This design comes from an exercise in tuning for small area, a short achievable clock period and few clock cycles per item on the open sky130 flow, not from production work.
Function was checked by simulation only, so behaviour that the tests miss may differ from the original.

[design/flow/run.sh]
#!/bin/bash
# synth_recipe.tcl (not shown) runs the flow's synth.tcl, then flattens the netlist and writes it again
# the make line also repeats each setting of config.mk as NAME=value (left out here)
make -C /OpenROAD-flow-scripts/flow DESIGN_CONFIG=/design/flow/config.mk WORK_HOME=/design/flow/orfs CLKGATE_MAP_FILE= SYNTH_SCRIPT=/design/flow/synth_recipe.tcl finish
[design/flow/config.mk]
export PLATFORM = sky130hd
export DESIGN_NAME = loop_sample
export DESIGN_NICKNAME = loop_sample
export VERILOG_FILES = /design/flow/design.v
export SDC_FILE = /design/flow/constraint.sdc
export NUM_CORES = 4
export LEC_CHECK = 0
export ABC_AREA = 1
export CAP_MARGIN = 20
export CORE_MARGIN = 2
export CORE_UTILIZATION = 45
export GPL_ROUTABILITY_DRIVEN = 1
export PLACE_DENSITY = 0.55
export SLEW_MARGIN = 20
[design/flow/constraint.sdc]
create_clock -name core_clock -period 24.0 [get_ports {clk}]
set_input_delay 4.8000 -clock core_clock [delete_from_list [all_inputs] [get_ports {clk}]]
set_output_delay 4.8000 -clock core_clock [all_outputs]
set_load 0.01 [all_outputs]
[design/flow/design.v]
module loop_sample (
    input  wire        clk,
    input  wire        rst,
    input  wire        cfg_we,
    input  wire [5:0]  cfg_addr,
    input  wire [31:0] cfg_wdata,
    input  wire        init,
    input  wire [31:0] init_last,
    input  wire        hold,
    input  wire        start,
    input  wire [31:0] sp_in,
    input  wire [31:0] fb_raw,
    input  wire [31:0] ff_raw,
    input  wire        ff_present,
    input  wire        blocked,
    output reg         busy,
    output reg         done,
    output reg  [31:0] out_value,
    output reg         clipped,
    output reg         rate_limited,
    output reg         at_limit,
    output reg         suspended
);
    reg  [2:0]  c_type;
    reg  [2:0]  c_sections;
    reg         c_dmeas;
    reg         c_ff_en;
    reg         c_sp_direct;
    reg         c_outer;           
    reg  [1:0]  c_range;           
    reg  signed [31:0] c_in_offset;
    reg  signed [31:0] c_in_mul;
    reg  [5:0]  c_in_shift;
    reg  [5:0]  c_ff_shift;
    reg  [5:0]  c_out_shift;
    reg  signed [31:0] c_ff_mul;
    reg  signed [31:0] c_out_offset;
    reg  signed [31:0] c_out_mul;
    reg  signed [31:0] c_out_low;
    reg  signed [31:0] c_out_high;
    reg  [31:0] c_step_up;
    reg  [31:0] c_step_down;
    reg  signed [15:0] c_i_init;
    reg  signed [15:0] c_mant [0:19];
    reg  [4:0]  c_rs   [0:19];     
    always @(posedge clk) begin
        if (cfg_we) begin
            case (cfg_addr)
                6'd0: begin
                    c_type      <= cfg_wdata[2:0];
                    c_sections  <= cfg_wdata[6:4];
                    c_dmeas     <= cfg_wdata[8];
                    c_ff_en     <= cfg_wdata[9];
                    c_sp_direct <= cfg_wdata[10];
                    c_outer     <= (cfg_wdata[23:16] == 8'hFF);
                    if (cfg_wdata[23:16] <= 8'h05)
                        c_range <= 2'd0;
                    else if (cfg_wdata[23:16] >= 8'h10 && cfg_wdata[23:16] <= 8'h17)
                        c_range <= 2'd1;
                    else if (cfg_wdata[23:16] == 8'h20 || cfg_wdata[23:16] == 8'h21)
                        c_range <= 2'd2;
                    else
                        c_range <= 2'd3;
                end
                6'd1:  c_in_offset  <= cfg_wdata;
                6'd2:  c_in_mul     <= cfg_wdata;
                6'd3: begin
                    c_in_shift  <= cfg_wdata[5:0];
                    c_ff_shift  <= cfg_wdata[13:8];
                    c_out_shift <= cfg_wdata[21:16];
                end
                6'd4:  c_ff_mul     <= cfg_wdata;
                6'd5:  c_out_offset <= cfg_wdata;
                6'd6:  c_out_mul    <= cfg_wdata;
                6'd7:  c_out_low    <= cfg_wdata;
                6'd8:  c_out_high   <= cfg_wdata;
                6'd9:  c_step_up    <= cfg_wdata;
                6'd10: c_step_down  <= cfg_wdata;
                6'd11: c_i_init     <= cfg_wdata[15:0];
                default: ;
            endcase
            if (cfg_addr >= 6'd32 && cfg_addr < 6'd52) begin
                c_mant[cfg_addr[4:0]] <= cfg_wdata[15:0];
                c_rs[cfg_addr[4:0]]   <= 5'd8 - cfg_wdata[20:16];
            end
        end
    end
    reg signed [31:0] range_lo, range_hi;
    always @(*) begin
        case (c_range)
            2'd0:    begin range_lo = 32'sd0;      range_hi = 32'sd25000; end
            2'd1:    begin range_lo = 32'sd0;      range_hi = 32'sd4095;  end
            2'd2:    begin range_lo = -32'sd10000; range_hi = 32'sd10000; end
            default: begin range_lo = -32'sd32768; range_hi = 32'sd32767; end
        endcase
    end
    localparam signed [40:0] MAX40 = 41'sh0_7F_FFFF_FFFF;
    localparam signed [40:0] MIN40 = -41'sh0_80_0000_0000;
    function signed [39:0] sat40;
        input signed [40:0] v;
        begin
            if (v[40] != v[39]) sat40 = v[40] ? MIN40[39:0] : MAX40[39:0];
            else                sat40 = v[39:0];
        end
    endfunction
    function signed [15:0] sat16_17;
        input signed [16:0] v;
        begin
            if (v[16] != v[15]) sat16_17 = v[16] ? 16'sh8000 : 16'sh7FFF;
            else                sat16_17 = v[15:0];
        end
    endfunction
    function signed [15:0] sat16_32;
        input signed [31:0] v;
        begin
            if (v > 32'sd32767)       sat16_32 = 16'sh7FFF;
            else if (v < -32'sd32768) sat16_32 = 16'sh8000;
            else                      sat16_32 = v[15:0];
        end
    endfunction
    function signed [15:0] out16;
        input signed [39:0] a;
        reg signed [26:0] q;
        begin
            q = {a[39], a[39:14]} + 27'sd1;
            if (q[26:16] == 11'h000 || q[26:16] == 11'h7FF)
                out16 = q[16:1];
            else
                out16 = q[26] ? 16'sh8000 : 16'sh7FFF;
        end
    endfunction
    localparam [2:0] P_IDLE = 3'd0,
                     P_WIN  = 3'd1,    
                     P_TRM  = 3'd2,    
                     P_FFO  = 3'd3,    
                     P_LIM  = 3'd5;    
    reg [2:0] phase;
    reg signed [31:0] d_sp, d_fb;
    reg signed [31:0] d_ff;
    reg               r_ff_ok;
    reg               r_blocked;
    reg               pend_sp, pend_fb, pend_ff;
    reg               dn_pend;
    reg               k_stale;         
    reg  [64:0] c_k;
    reg signed [15:0] spq, fbq, ffq, e_r, sig, xin;
    reg signed [39:0] acc, dn;
    reg signed [34:0] q35;
    reg               clip_r, susp_r;
    reg [1:0]         j;
    reg [1:0]         k;
    reg               in_sec;
    reg               upd;
    reg [1:0]         upd_j;
    reg signed [39:0] integ, dstate;
    reg signed [16:0] x_prev;
    reg               first;
    reg signed [15:0] s_x1 [0:3];
    reg signed [15:0] s_x2 [0:3];
    reg signed [15:0] s_y1 [0:3];
    reg signed [15:0] s_y2 [0:3];
    reg signed [31:0] last;
    reg               hup, hdn;
    wire signed [15:0] y_ffo;
    reg  signed [32:0] wa;
    reg  signed [31:0] wb;
    reg  [5:0]         ws;
    reg                wk;      
    always @(*) begin
        wk = 1'b0;
        if (phase == P_IDLE) begin
            wb = c_in_mul;
            if (k_stale) begin
                wa = {c_in_offset[31], c_in_offset}; ws = 6'd0;
            end else begin
                wa = c_sp_direct ? {fb_raw[31], fb_raw} : {sp_in[31], sp_in};
                ws = c_in_shift; wk = 1'b1;
            end
        end else if (phase == P_FFO) begin
            wa = {{17{y_ffo[15]}}, y_ffo}; wb = c_out_mul; ws = c_out_shift;
        end else if (pend_sp) begin
            wa = {d_sp[31], d_sp}; wb = c_in_mul; ws = c_in_shift; wk = 1'b1;
        end else if (pend_fb) begin
            wa = {d_fb[31], d_fb}; wb = c_in_mul; ws = c_in_shift; wk = 1'b1;
        end else begin
            wa = {d_ff[31], d_ff}; wb = c_ff_mul; ws = c_ff_shift;
        end
    end
    wire [64:0] w_rc = (ws == 6'd0) ? 65'd0 : (65'd1 << (ws - 6'd1));
    wire [64:0] w_p;
    ls_mul #(.NA(33), .NB(32), .W(65)) u_wmul (.a(wa), .b(wb), .c(w_rc), .c2(wk ? ~c_k : 65'd0), .cin(wk), .p(w_p));
    wire signed [64:0] w_ps   = w_p;
    wire signed [64:0] w_sh   = w_ps >>> ws;
    wire [64:0] w_x    = w_p ^ {65{w_p[64]}};
    wire [64:0] w_m16  = {65{1'b1}} << (ws + 7'd15);
    wire [64:0] w_m35  = {65{1'b1}} << (ws + 7'd34);
    wire        w_clip = |(w_x & w_m16);
    wire        w_o35  = |(w_x & w_m35);
    wire signed [15:0] w_sat   = w_clip ? (w_p[64] ? 16'sh8000 : 16'sh7FFF) : w_sh[15:0];
    wire signed [15:0] w_e_n = sat16_17({spq[15], spq} - {w_sh[15], w_sh[15:0]});
    wire signed [15:0] w_e_p = sat16_17({spq[15], spq} - 17'sd32767);
    wire signed [15:0] w_e_m = sat16_17({spq[15], spq} + 17'sd32768);
    wire signed [15:0] w_e   = w_clip ? (w_p[64] ? w_e_m : w_e_p) : w_e_n;
    wire signed [34:0] w_sat35 = w_o35 ? (w_p[64] ? -35'sh4_0000_0000 : 35'sh3_FFFF_FFFF) : w_sh[34:0];
    localparam [1:0] X_REG = 2'd0, X_E = 2'd1, X_ACC = 2'd2;
    reg signed [15:0] ta_m, tb_m, ta_x, tb_x;
    reg [4:0]         ta_rs, tb_rs;
    reg [1:0]         ta_xs;
    reg               tb_xe;
    wire signed [15:0] acc16 = out16(acc);
    wire acc_pbig = !acc[39] && ((acc[38:30] != 9'd0) || (acc[29:15] == 15'h7FFF));
    wire acc_nbig =  acc[39] && (acc[38:30] != 9'h1FF);
    wire signed [15:0] acc_q = acc_pbig ? 16'sh7FFF : acc_nbig ? 16'sh8000 : acc[30:15];
    wire acc_r = acc[14] && !acc_pbig && !acc_nbig;
    wire signed [15:0] xa = (ta_xs == X_E) ? e_r : (ta_xs == X_ACC) ? acc_q : ta_x;
    wire ta_rr = (ta_xs == X_ACC) && acc_r;
    wire signed [15:0] xb = tb_xe ? e_r : tb_x;
    wire [32:0] ta_rc = (ta_rs > 5'd8) ? (33'd1 << (ta_rs - 5'd9)) : 33'd0;
    wire [32:0] tb_rc = (tb_rs > 5'd8) ? (33'd1 << (tb_rs - 5'd9)) : 33'd0;
    wire [32:0] ta_p, tb_p;
    ls_mul #(.NA(16), .NB(16), .W(33)) u_tamul (.a(xa), .b(ta_m), .c(ta_rc), .c2(ta_rr ? {{17{ta_m[15]}}, ta_m} : 33'd0), .cin(1'b0), .p(ta_p));
    ls_mul #(.NA(16), .NB(16), .W(33)) u_tbmul (.a(xb), .b(tb_m), .c(tb_rc), .c2(33'd0), .cin(1'b0), .p(tb_p));
    wire signed [40:0] ta_pw = {ta_p, 8'd0};
    wire signed [40:0] tb_pw = {tb_p, 8'd0};
    wire signed [40:0] ta_w = ta_pw >>> ta_rs;
    wire signed [40:0] tb_w = tb_pw >>> tb_rs;
    wire signed [39:0] ta = ta_w[39:0];
    wire signed [39:0] tb = tb_w[39:0];
    wire is_pid_ctl = !in_sec && (c_type <= 3'd1);
    wire ws_pos_t = !ta[39] && (ta != 40'sd0);
    wire ws_neg_t = ta[39];
    wire flip     = !c_outer && c_out_mul[31];
    wire ws_pos   = flip ? ws_neg_t : ws_pos_t;
    wire ws_neg   = flip ? ws_pos_t : ws_neg_t;
    wire susp_w   = r_blocked ||
                    ((ws_pos && (last == c_out_high || hup)) ||
                     (ws_neg && (last == c_out_low  || hdn)));
    wire op_pi = !in_sec && (c_type <= 3'd1) && (k == 2'd0);
    wire op_kd = !in_sec && (c_type <= 3'd1) && (k != 2'd0);
    wire op_s1 = in_sec ? (k == 2'd0) : ((c_type > 3'd1) && (k == 2'd0));
    wire op_s2 = in_sec && (k == 2'd1);
    wire op_s3 = in_sec ? (k == 2'd2) : ((c_type > 3'd1) && (k != 2'd0));
    wire signed [39:0] u_x = op_pi ? integ : op_kd ? dn : op_s1 ? 40'sd0 : acc;
    wire use_y = op_pi ? !susp_w : !op_s3;
    wire signed [39:0] u_y = use_y ? ta : 40'sd0;
    wire signed [39:0] u_zs = op_kd ? acc : op_s3 ? ta : tb;
    wire               u_zn = op_s2 || op_s3;
    wire signed [40:0] u_z  = u_zn ? ~{u_zs[39], u_zs} : {u_zs[39], u_zs};
    wire signed [41:0] u_s1 = {{2{u_x[39]}}, u_x} + {{2{u_y[39]}}, u_y};
    wire signed [41:0] u_s2 = {{2{u_x[39]}}, u_x} + {{2{u_y[39]}}, u_y} + {u_z[40], u_z} + {41'd0, u_zn};
    wire signed [41:0] u_zp = {2'b00, MAX40[39:0]} + {u_z[40], u_z} + {41'd0, u_zn};
    wire signed [41:0] u_zm = {2'b11, MIN40[39:0]} + {u_z[40], u_z} + {41'd0, u_zn};
    wire u_s1ok = (u_s1[41:39] == 3'b000) || (u_s1[41:39] == 3'b111);
    wire u_s2ok = (u_s2[41:39] == 3'b000) || (u_s2[41:39] == 3'b111);
    wire signed [39:0] u_n = u_s1ok ? u_s1[39:0] : (u_s1[41] ? MIN40[39:0] : MAX40[39:0]);
    wire signed [39:0] u_r = !u_s1ok ? (u_s1[41] ? sat40(u_zm[40:0]) : sat40(u_zp[40:0])) :
                             u_s2ok ? u_s2[39:0] : (u_s2[41] ? MIN40[39:0] : MAX40[39:0]);
    wire signed [16:0] x_w  = c_dmeas ? -{fbq[15], fbq} : {e_r[15], e_r};
    wire signed [16:0] xp_w = first ? x_w : x_prev;
    wire signed [17:0] dxd  = {x_w[16], x_w} - {xp_w[16], xp_w};
    wire signed [15:0] dx_w = (dxd > 18'sd32767) ? 16'sh7FFF :
                              (dxd < -18'sd32768) ? 16'sh8000 : dxd[15:0];
    wire [1:0] j_last   = (c_type == 3'd3) ? (c_sections[1:0] - 2'd1) : c_sections[1:0];
    wire       ctl_last = (c_type == 3'd0) ? 1'b1 : (k == 2'd1);
    wire       sec_last = (k == 2'd2);
    wire       trm_end  = in_sec ? (sec_last && (j == j_last)) : (ctl_last && (c_sections == 3'd0));
    reg        n_sec;
    reg [1:0]  n_j, n_k;
    always @(*) begin
        n_sec = in_sec; n_j = j; n_k = k + 2'd1;
        if (phase != P_TRM) begin
            n_sec = (c_type == 3'd3); n_j = 2'd0; n_k = 2'd0;
        end else if (!in_sec) begin
            if (ctl_last) begin n_sec = 1'b1; n_j = 2'd1; n_k = 2'd0; end
        end else if (sec_last) begin
            n_j = j + 2'd1; n_k = 2'd0;
        end
    end
    wire [4:0] n_base = {n_j, 2'b00} + {3'b000, n_j};    
    reg [4:0]         na_slot, nb_slot;
    reg signed [15:0] na_x, nb_x;
    reg [1:0]         na_xs;
    reg               nb_xe;
    always @(*) begin
        na_slot = n_base; nb_slot = n_base + 5'd1;
        na_x = s_x2[n_j]; nb_x = s_x1[n_j];
        na_xs = X_REG; nb_xe = 1'b0;
        if (!n_sec) begin
            case (c_type)
                3'd0, 3'd1: begin
                    if (n_k == 2'd0) begin
                        na_slot = 5'd1; na_xs = X_E;      
                        nb_slot = 5'd0; nb_xe = 1'b1;     
                    end else begin
                        na_slot = 5'd2; na_x = dx_w;      
                    end
                end
                default: begin
                    if (n_k == 2'd0) begin
                        na_slot = 5'd0; na_xs = X_E;      
                        nb_slot = 5'd1; nb_x = s_x1[0];   
                    end else begin
                        na_slot = 5'd2; na_x = s_y1[0];   
                    end
                end
            endcase
        end else begin
            case (n_k)
                2'd0: begin
                    na_slot = n_base;
                    na_xs   = (c_type == 3'd3 && n_j == 2'd0) ? X_E : X_ACC;
                    nb_slot = n_base + 5'd1; nb_x = s_x1[n_j];
                end
                2'd1: begin
                    na_slot = n_base + 5'd2; na_x = s_x2[n_j];
                    nb_slot = n_base + 5'd3; nb_x = s_y1[n_j];
                end
                default: begin
                    na_slot = n_base + 5'd4; na_x = s_y2[n_j];
                end
            endcase
        end
    end
    reg [20:0] na_c, nb_c;
    reg [20:0] cs0, cs1, cs2, cs3, cs4;
    always @(*) begin
        case (n_j)
            2'd0: begin cs0 = {c_rs[0],  c_mant[0]};  cs1 = {c_rs[1],  c_mant[1]};  cs2 = {c_rs[2],  c_mant[2]};
                        cs3 = {c_rs[3],  c_mant[3]};  cs4 = {c_rs[4],  c_mant[4]};  end
            2'd1: begin cs0 = {c_rs[5],  c_mant[5]};  cs1 = {c_rs[6],  c_mant[6]};  cs2 = {c_rs[7],  c_mant[7]};
                        cs3 = {c_rs[8],  c_mant[8]};  cs4 = {c_rs[9],  c_mant[9]};  end
            2'd2: begin cs0 = {c_rs[10], c_mant[10]}; cs1 = {c_rs[11], c_mant[11]}; cs2 = {c_rs[12], c_mant[12]};
                        cs3 = {c_rs[13], c_mant[13]}; cs4 = {c_rs[14], c_mant[14]}; end
            default: begin cs0 = {c_rs[15], c_mant[15]}; cs1 = {c_rs[16], c_mant[16]}; cs2 = {c_rs[17], c_mant[17]};
                        cs3 = {c_rs[18], c_mant[18]}; cs4 = {c_rs[19], c_mant[19]}; end
        endcase
        if (n_sec) begin
            na_c = (n_k == 2'd0) ? cs0 : (n_k == 2'd1) ? cs2 : cs4;
            nb_c = (n_k == 2'd0) ? cs1 : cs3;
        end else begin
            na_c = (n_k != 2'd0) ? {c_rs[2], c_mant[2]} :
                   (c_type <= 3'd1) ? {c_rs[1], c_mant[1]} : {c_rs[0], c_mant[0]};
            nb_c = (c_type <= 3'd1) ? {c_rs[0], c_mant[0]} : {c_rs[1], c_mant[1]};
        end
    end
    wire signed [15:0] na_m  = na_c[15:0];
    wire        [4:0]  na_rs = na_c[20:16];
    wire signed [15:0] nb_m  = nb_c[15:0];
    wire        [4:0]  nb_rs = nb_c[20:16];
    wire signed [35:0] raw = (phase == P_FFO) ? {{20{y_ffo[15]}}, y_ffo}
                                              : {q35[34], q35} + {{4{c_out_offset[31]}}, c_out_offset};
    wire signed [35:0] last_w = {{4{last[31]}}, last};
    wire signed [35:0] hi_lim = last_w + {4'd0, c_step_up};
    wire signed [35:0] lo_lim = last_w - {4'd0, c_step_down};
    wire rl_up = (c_step_up != 32'd0) && (raw > hi_lim);
    wire rl_dn = (c_step_down != 32'd0) && (raw < lo_lim);
    wire signed [35:0] v0 = rl_up ? hi_lim : rl_dn ? lo_lim : raw;
    wire signed [31:0] c_lo = (c_out_low  < range_lo) ? range_lo : (c_out_low  > range_hi) ? range_hi : c_out_low;
    wire signed [31:0] c_hi = (c_out_high < range_lo) ? range_lo : (c_out_high > range_hi) ? range_hi : c_out_high;
    wire signed [35:0] c_lo36 = c_lo;
    wire signed [35:0] c_hi36 = c_hi;
    wire signed [31:0] v = (v0 < c_lo36) ? c_lo : (v0 > c_hi36) ? c_hi : v0[31:0];
    wire signed [31:0] lim_lo = (c_out_low  > range_lo) ? c_out_low  : range_lo;
    wire signed [31:0] lim_hi = (c_out_high < range_hi) ? c_out_high : range_hi;
    wire lim_at = (v <= lim_lo) || (v >= lim_hi);
    wire signed [15:0] ff_v  = r_ff_ok ? ffq : 16'sd0;
    wire        y_top  = acc_pbig || (acc[30:15] == 16'sh7FFF && acc[14]);
    wire signed [15:0] y_hi  = ff_v[15] ? (16'sh7FFF + ff_v) : 16'sh7FFF;
    wire signed [15:0] y_lo  = ff_v[15] ? 16'sh8000 : (16'sh8000 + ff_v);
    wire signed [17:0] y_sum = {{2{acc[30]}}, acc[30:15]} + {17'd0, acc[14]} + {{2{ff_v[15]}}, ff_v};
    wire signed [15:0] y_acc = y_top ? y_hi : acc_nbig ? y_lo :
                               (y_sum > 18'sd32767) ? 16'sh7FFF :
                               (y_sum < -18'sd32768) ? 16'sh8000 : y_sum[15:0];
    wire signed [15:0] y_sp  = sat16_17({spq[15], spq} + {ff_v[15], ff_v});
    assign y_ffo = (c_type <= 3'd3) ? y_acc : y_sp;
    integer i;
    always @(posedge clk) begin
        if (rst) begin
            phase <= P_IDLE;
            k_stale <= 1'b0;
            busy  <= 1'b0;
            done  <= 1'b0;
        end else begin
            done <= 1'b0;
            ta_m  <= na_m; ta_rs <= na_rs;
            tb_m  <= nb_m; tb_rs <= nb_rs;
            ta_x  <= na_x;  ta_xs <= na_xs;
            tb_x  <= nb_x;  tb_xe <= nb_xe;
            if (phase == P_WIN || phase == P_TRM) begin
                if (pend_sp) begin
                    spq     <= w_sat;
                    pend_sp <= 1'b0;
                    if (w_clip) clip_r <= 1'b1;
                end else if (pend_fb) begin
                    fbq     <= w_sat;
                    e_r     <= w_e;
                    pend_fb <= 1'b0;
                    if (w_clip) clip_r <= 1'b1;
                end else if (pend_ff) begin
                    ffq     <= w_sat;
                    pend_ff <= 1'b0;
                    if (w_clip) clip_r <= 1'b1;
                end
            end
            if (upd) begin
                s_x2[upd_j] <= s_x1[upd_j];
                s_x1[upd_j] <= xin;
                s_y2[upd_j] <= s_y1[upd_j];
                s_y1[upd_j] <= acc16;
                upd <= 1'b0;
            end
            if (phase == P_IDLE) begin
                d_sp      <= sp_in;
                d_fb      <= fb_raw;
                d_ff      <= ff_raw;
                if (k_stale) c_k <= w_p;
                k_stale   <= cfg_we && (cfg_addr == 6'd1 || cfg_addr == 6'd2);
                r_ff_ok   <= c_ff_en && ff_present;
                r_blocked <= blocked;
                tb_m  <= c_mant[3]; tb_rs <= c_rs[3];
                tb_x  <= out16(dstate); tb_xe <= 1'b0;
            end
            case (phase)
                P_IDLE: begin
                    if (init) begin
                        integ  <= (c_type <= 3'd1) ? {{9{c_i_init[15]}}, c_i_init, 15'd0} : 40'sd0;
                        dstate <= 40'sd0;
                        x_prev <= 17'sd0;
                        first  <= 1'b1;
                        for (i = 0; i < 4; i = i + 1) begin
                            s_x1[i] <= 16'sd0;
                            s_x2[i] <= 16'sd0;
                            s_y1[i] <= 16'sd0;
                            s_y2[i] <= 16'sd0;
                        end
                        last <= init_last;
                        hup  <= 1'b0;
                        hdn  <= 1'b0;
                    end else if (hold) begin
                        last <= 32'sd0;
                        hup  <= 1'b0;
                        hdn  <= 1'b0;
                    end else if (start) begin
                        if (c_sp_direct) begin
                            spq    <= sat16_32(sp_in);
                            fbq    <= w_sat;
                            clip_r <= w_clip && (c_type <= 3'd3) && !k_stale;
                        end else begin
                            spq    <= w_sat;
                            fbq    <= 16'sd0;
                            clip_r <= w_clip && !k_stale;
                        end
                        ffq       <= 16'sd0;
                        susp_r    <= blocked;
                        pend_sp   <= !c_sp_direct && k_stale;
                        pend_fb   <= (c_type <= 3'd3) && (!c_sp_direct || k_stale);
                        pend_ff   <= c_ff_en && ff_present;
                        dn_pend   <= 1'b1;
                        busy      <= 1'b1;
                        if (c_type > 3'd3 && !(c_ff_en && ff_present) && !(k_stale && !c_sp_direct))
                            phase <= P_FFO;
                        else
                            phase <= P_WIN;
                    end
                end
                P_WIN: begin
                    if (dn_pend) dn <= tb;
                    dn_pend <= 1'b0;
                    in_sec  <= (c_type == 3'd3);
                    j       <= 2'd0;
                    k       <= 2'd0;
                    if (!pend_sp && !pend_fb) e_r <= sat16_17({spq[15], spq} - {fbq[15], fbq});
                    if (c_type <= 3'd3) begin
                        if (!pend_sp) phase <= P_TRM;
                    end else begin
                        if (!(pend_sp && pend_ff)) phase <= P_FFO;
                    end
                end
                P_TRM: begin
                    in_sec <= n_sec;
                    j      <= n_j;
                    k      <= n_k;
                    if (!in_sec) begin
                        if (c_type <= 3'd1) begin
                            if (k == 2'd0) begin
                                susp_r <= susp_w;
                                integ  <= u_n;
                                acc    <= u_r;
                            end else begin
                                dstate <= u_n;
                                x_prev <= x_w;
                                acc    <= u_r;
                            end
                        end else begin
                            if (k == 2'd0) begin
                                acc <= u_r;
                                xin <= e_r;
                            end else begin
                                acc   <= u_r;
                                upd   <= 1'b1;
                                upd_j <= 2'd0;
                            end
                        end
                    end else begin
                        case (k)
                            2'd0: begin
                                acc <= u_r;
                                xin <= (ta_xs == X_ACC) ? acc16 : xa;
                            end
                            2'd1: acc <= u_r;
                            default: begin
                                acc   <= u_r;
                                upd   <= 1'b1;
                                upd_j <= j;
                            end
                        endcase
                    end
                    if (trm_end) phase <= P_FFO;
                end
                P_FFO: begin
                    q35   <= w_sat35;
                    phase <= P_LIM;
                    if (c_outer) begin
                        out_value    <= v;
                        rate_limited <= rl_up || rl_dn;
                        at_limit     <= lim_at;
                        clipped      <= clip_r;
                        suspended    <= susp_r;
                        last         <= v;
                        hup          <= rl_up;
                        hdn          <= rl_dn;
                        first        <= 1'b0;
                        done         <= 1'b1;
                        busy         <= 1'b0;
                        phase        <= P_IDLE;
                    end
                end
                P_LIM: begin
                    out_value    <= v;
                    rate_limited <= rl_up || rl_dn;
                    at_limit     <= lim_at;
                    clipped      <= clip_r;
                    suspended    <= susp_r;
                    last         <= v;
                    hup          <= rl_up;
                    hdn          <= rl_dn;
                    first        <= 1'b0;
                    done         <= 1'b1;
                    busy         <= 1'b0;
                    phase        <= P_IDLE;
                end
                default: begin
                    phase <= P_IDLE;
                    busy  <= 1'b0;
                end
            endcase
        end
    end
endmodule
module ls_mul #(
    parameter NA = 16,       
    parameter NB = 16,       
    parameter W  = 33        
) (
    input  wire [NA-1:0] a,
    input  wire [NB-1:0] b,
    input  wire [W-1:0]  c,
    input  wire [W-1:0]  c2,
    input  wire          cin,
    output wire [W-1:0]  p
);
    localparam NPP = NB / 2;
    localparam NR0 = NPP + 3;
    function integer nxt;
        input integer r;
        begin
            nxt = 2 * (r / 3) + (r % 3);
        end
    endfunction
    function integer nlev;
        input integer r;
        integer n;
        begin
            n = 0;
            while (r > 2) begin
                r = nxt(r);
                n = n + 1;
            end
            nlev = n;
        end
    endfunction
    function integer loff;
        input integer l;
        integer i, r, o;
        begin
            r = NR0; o = 0;
            for (i = 0; i < l; i = i + 1) begin
                o = o + r;
                r = nxt(r);
            end
            loff = o;
        end
    endfunction
    function integer lcnt;
        input integer l;
        integer i, r;
        begin
            r = NR0;
            for (i = 0; i < l; i = i + 1) r = nxt(r);
            lcnt = r;
        end
    endfunction
    localparam NL   = nlev(NR0);
    localparam NTOT = loff(NL) + 2;
    wire [W-1:0] rows [0:NTOT-1];
    wire [NA:0] ae  = {a[NA-1], a};
    wire [NB:0] be  = {b, 1'b0};
    wire [W-1:0] negrow;
    wire [W-1:0] konst;
    genvar i, k, l;
    generate
        for (i = 0; i < NPP; i = i + 1) begin : pp
            wire b0 = be[2*i];
            wire b1 = be[2*i+1];
            wire b2 = be[2*i+2];
            wire one = b1 ^ b0;
            wire two = (b2 & ~b1 & ~b0) | (~b2 & b1 & b0);
            wire neg = b2;
            wire [NA:0] sel;
            for (k = 0; k <= NA; k = k + 1) begin : bt
                if (k == 0)
                    assign sel[k] = one & ae[0];
                else
                    assign sel[k] = (one & ae[k]) | (two & ae[k-1]);
            end
            wire [NA:0] ppv = sel ^ {(NA+1){neg}};
            wire [NA:0] rowb = {~ppv[NA], ppv[NA-1:0]};
            wire [1:0]  lowb = (i == 0) ? 2'b00 : {1'b0, negrow[(i == 0) ? 0 : 2*i-2]};
            if (i == 0) begin : r0
                assign rows[i] = {{(W-NA-1){1'b0}}, rowb};
            end else if (2*i + NA + 1 <= W) begin : rm
                assign rows[i] = {{(W-2*i-NA-1){1'b0}}, rowb, lowb, {(2*i-2){1'b0}}};
            end else begin : rt
                assign rows[i] = {rowb[W-2*i-1:0], lowb, {(2*i-2){1'b0}}};
            end
            assign negrow[2*i]   = neg;
            assign negrow[2*i+1] = 1'b0;
        end
        if (W > NB) begin : negpad
            assign negrow[W-1:NB] = {(W-NB){1'b0}};
        end
    endgenerate
    function [W-1:0] kval;
        input integer dummy;
        integer q;
        reg [W-1:0] s;
        begin
            s = {W{1'b0}};
            for (q = 0; q < NPP; q = q + 1)
                s = s - ({{(W-1){1'b0}}, 1'b1} << (2*q + NA));
            kval = s;
        end
    endfunction
    assign konst = kval(0) | ({{(W-1){1'b0}}, negrow[2*NPP-2]} << (2*NPP-2)) | {{(W-1){1'b0}}, cin};
    assign rows[NPP]     = konst;
    assign rows[NPP + 1] = c;
    assign rows[NPP + 2] = c2;
    generate
        for (l = 0; l < NL; l = l + 1) begin : lv
            localparam integer IO = loff(l);
            localparam integer IN = lcnt(l);
            localparam integer OO = loff(l + 1);
            localparam integer NG = IN / 3;
            for (k = 0; k < NG; k = k + 1) begin : csa
                wire [W-1:0] x = rows[IO + 3*k];
                wire [W-1:0] y = rows[IO + 3*k + 1];
                wire [W-1:0] z = rows[IO + 3*k + 2];
                wire [W-1:0] cy = (x & y) | (x & z) | (y & z);
                assign rows[OO + 2*k]     = x ^ y ^ z;
                assign rows[OO + 2*k + 1] = {cy[W-2:0], 1'b0};
            end
            for (k = 0; k < IN % 3; k = k + 1) begin : pass
                assign rows[OO + 2*NG + k] = rows[IO + 3*NG + k];
            end
        end
    endgenerate
    assign p = rows[loff(NL)] + rows[loff(NL) + 1];
endmodule
==> out/qor.yml <==
final_layout:
  nFillCells: 33800
  final-seq-area_mm2: 0.0460
  final_design_area_no_fill_mm2: 0.169
  finalNetCount: 21300
  final_core_util: 0.493
  fin_cells: 24000
  drive_above_1_share: 0.0519
  area_delta_synth_final_pct: 9.30
  area_occupied_by_multi_input_gates_mm2: 0.0957
synth:
  ys_ff_latch: 1621
  syn_inst: 19500
  yosys-top-cells-area: "edfxtp_1 (26%), fa_1 (11%), nand2_1 (9.1%)"
  yosys.area.top_type_share: 0.264
  yosysSeqAreaShare: 0.298
  syn-mean-instance-area_um2: 7.92
  synth_largest_area_cell: "edfxtp_1"
  synth_warnings: 3
  synth.cells.most_frequent: "nand2_1 (3736), inv_1 (2488), o21ai_0 (1451), edfxtp_1 (1357), nor2_1 (1243)"
  post-synth-top-count-cell: "nand2_1"
  synth_cell_types: 83
  netlist_area_mm2: 0.154
  post_synth_arst_share: 0
  synth_edf_count: 1357
  postSynth.topFlopCell: "edfxtp_1"
critical_path:
  startpoint_type_of_the_worst_setup_path: "primary input"
  critPathMaxFanout: 61
  crit_top_cell: "nand2_1"
  cp_top_family: "simple AND/OR/NAND/NOR gates"
  worstPathArrival_ns: 18.40
  worst-endpoint-required_ns: 24.77
  crit_path_end_kind: "register"
  timing.critical_path.buf_inv: 10
  crit_path_max_incr_delay_ns: 0.97
  critical-path-slowest-cell: "clkdlybuf4s50_1"
  path_class: "in -> reg"
timing:
  unrepaired_setup_endpoints_after_global_routing: "false"
  maxSlewHeadroom: 0.170
  final_setup_viols: 0
  finalWorstPathRequiredPeriod_ns: 17.63
  achievable_clock_frequency_mhz: 56.7
  finalSetupTns_ns: 0
  clock-skew-final_ns: 0.144
  final.setup.worst_slack_ns: 6.37
  fin_crit_sh: 0.735
  worst_slew_pin_slew_ns: 1.23
  hold_viol_final: 0
  timing_max_transition_violations_final: 0
detailed_routing:
  remaining_drc_errors: 0
  num_vias: 145000
  final_routed_wirelength_um: 655000
  drt_pre_antenna_iters: 8
  number_of_vias_per_cell_after_detailed_routing: 6.02
  ant_nets: 0
  drt_iter0_drc: 19000
  wire_per_inst_um: 27.3
placed_design:
  dp_slack_ns: 5.91
  post_placement_cell_area_mm2: 0.162
  dpl.hpwl_um: 491000
  placed_cells: 23600
  gp_congestion: 1.03
  placement.io_buffers: 211
clocking:
  cts.repair_timing.setup_buffer_count: 0
  hold_buffers: 0
  tritoncts: "done"
  path_clk_slew_ns: 0.06
  number_of_sinks_handled_by_clock_tree_synthesis: 1621
  level_count_of_the_clock_h_tree: 4
  post_cts_sizing_count: 0
  worst_skew_pair.late_latency_ns: 0.95
  ctsLongestPathBuffers: 4
  tritoncts.num_buffers: 193
  clock_tree.root_cell: "clkbuf_16"
global_routing:
  antenna_found_initial: 56
  grt_overflow_total: 0
  grt_pass1_vias: 136000
  grt_max_degree: 132
  global_route.usage.total: 0.366
  grt_first_pass_wirelength_um: 944000
run_status:
  status: "no timing/DRC/antenna violations"
floorplan:
  floorplan.initialDensity: 0.451
  top_level_ports: 212
  dieArea_mm2: 0.348
  fp.dieH_um: 590
  total_number_of_placement_rows: 215
  die_w_um: 590
  core-area_mm2: 0.342
hold_path:
  hp-class: "reg -> reg"
run:
  max-cap-violations: 0
==> worst min-delay path, stage by stage, from the launching register on <==
cell and delay (ns):
dfxtp_1 0.32, nand2_1 0.06, a21oi_1 0.05
==> per-stage QoR <==
stage,hold WS (ns)
6_report,0.478
5_1_grt,0.505
4_1_cts,0.478
3_5_place_dp,0.470
3_3_place_gp,0.464
2_1_floorplan,0.400
==> cells by family (layout without fill, tap and decap cells) <==
kind of cell,Yosys count,after routing,synth area share
AOI/OAI and AO/OA,4457,4457,0.170
adders and majority gates,1843,1843,0.189
xor gates and xnor gates,1303,1303,0.0740
DFF,1621,1621,0.298
other,2,95,0.0000486
and+or+nand+nor,6651,6651,0.180
muxes,13,13,0.000843
buffers and inverters,3600,3506,0.0885
==> sequential cells by signal (all words and copies together) (netlist names), 35 cells and up, named ones only <==
register and count:
c_mant 320, s_x2 64, s_y1 64, dn 40
s_y2 64, c_k 65, q35 35, acc 40
s_x1 64, integ 40, c_rs 100
==> final cells by class <==
class,instances,area share
Antenna cell,76,0.00113
Clock buffer,230,0.0305
Clock inverter,119,0.00824
Inverter,2569,0.0572
Multi-Input combinational cell,14300,0.567
Sequential cell,1621,0.273
Tap cell,4557,0.0338
Timing Repair Buffer,588,0.0292
==> routing by layer <==
metal / up-vias / routed length, µm / global-route usage
li1: 65700 / - / -
met2: 7780 / 279000 / 0.544
met3: 1198 / 71900 / 0.0835
met5: - / 191 / 0
met1: 70000 / 276000 / 0.514
met4: 26 / 28700 / 0.142
==> layout by cell type (no fill, tap or decap), drive strengths merged, types with 50 or more instances in the layout <==
| master | n |
|---|---|
| o21bai | 90 |
| xor2 | 1144 |
| a211oi | 50 |
| dfxtp | 264 |
| clkdlybuf4s50 | 193 |
| a221oi | 117 |
| inv | 2543 |
| edfxtp | 1357 |
| o2111ai | 50 |
| o22ai | 801 |
| or2 | 64 |
| buf | 395 |
| fa | 816 |
| a21oi | 1168 |
| nand3 | 1078 |
| a22oi | 97 |
| xnor2 | 159 |
| clkinv | 107 |
| nor2 | 1260 |
| a31oi | 77 |
| nor4 | 89 |
| ha | 1027 |
| nor3 | 147 |
| nand4 | 203 |
| diode | 76 |
| nand2 | 3745 |
| o21ai | 1523 |
| o221ai | 67 |
| clkbuf | 230 |
| o211ai | 158 |
==> worst paths after layout <==
check / start / endpoint / slack, ns / depth (start not counted)
max reg2reg: r_ff_ok / e_r[6] / 6.83 / 72
max: sp_in[31] / e_r[6] / 6.37 / 55
min: s_x1[1][13] / s_x1[1][13] / 0.48 / 2
min reg2reg: s_x1[1][13] / s_x1[1][13] / 0.48 / 2
Testbench counts, summed over its fixed seeds: cycles 114,430, samples 12,288.

[what the ideal ports hide]
The results above use ideal ports. As a check the final layout listed here was re-extracted and re-timed, cells and wires unchanged.
Step 1 sets driving cells, clkbuf_16 on the clock port and buf_2 on the other inputs (assumed; they add their load-dependent delay and slew).
Step 2 adds t to the input delays and takes it off the output delays; t is the mean of the earliest and latest rising clock arrival at the registers after step 1. Input paths then give back, and output paths get back, about the clock's delay inside the block.
Three values: ideal, step 1, step 2; two values: the first two.
t, ns: 0.986
setup slack, ns: 6.365 / 6.449 / 5.462
clock arrival spread, ns: 0.149 / 0.149
worst register clock-pin slew, ns: 0.08 / 0.08
After both steps setup and hold are still met in this run. For this run, drivers alone change the setup slack by +0.084 ns; drivers and shift together by -0.903 ns.
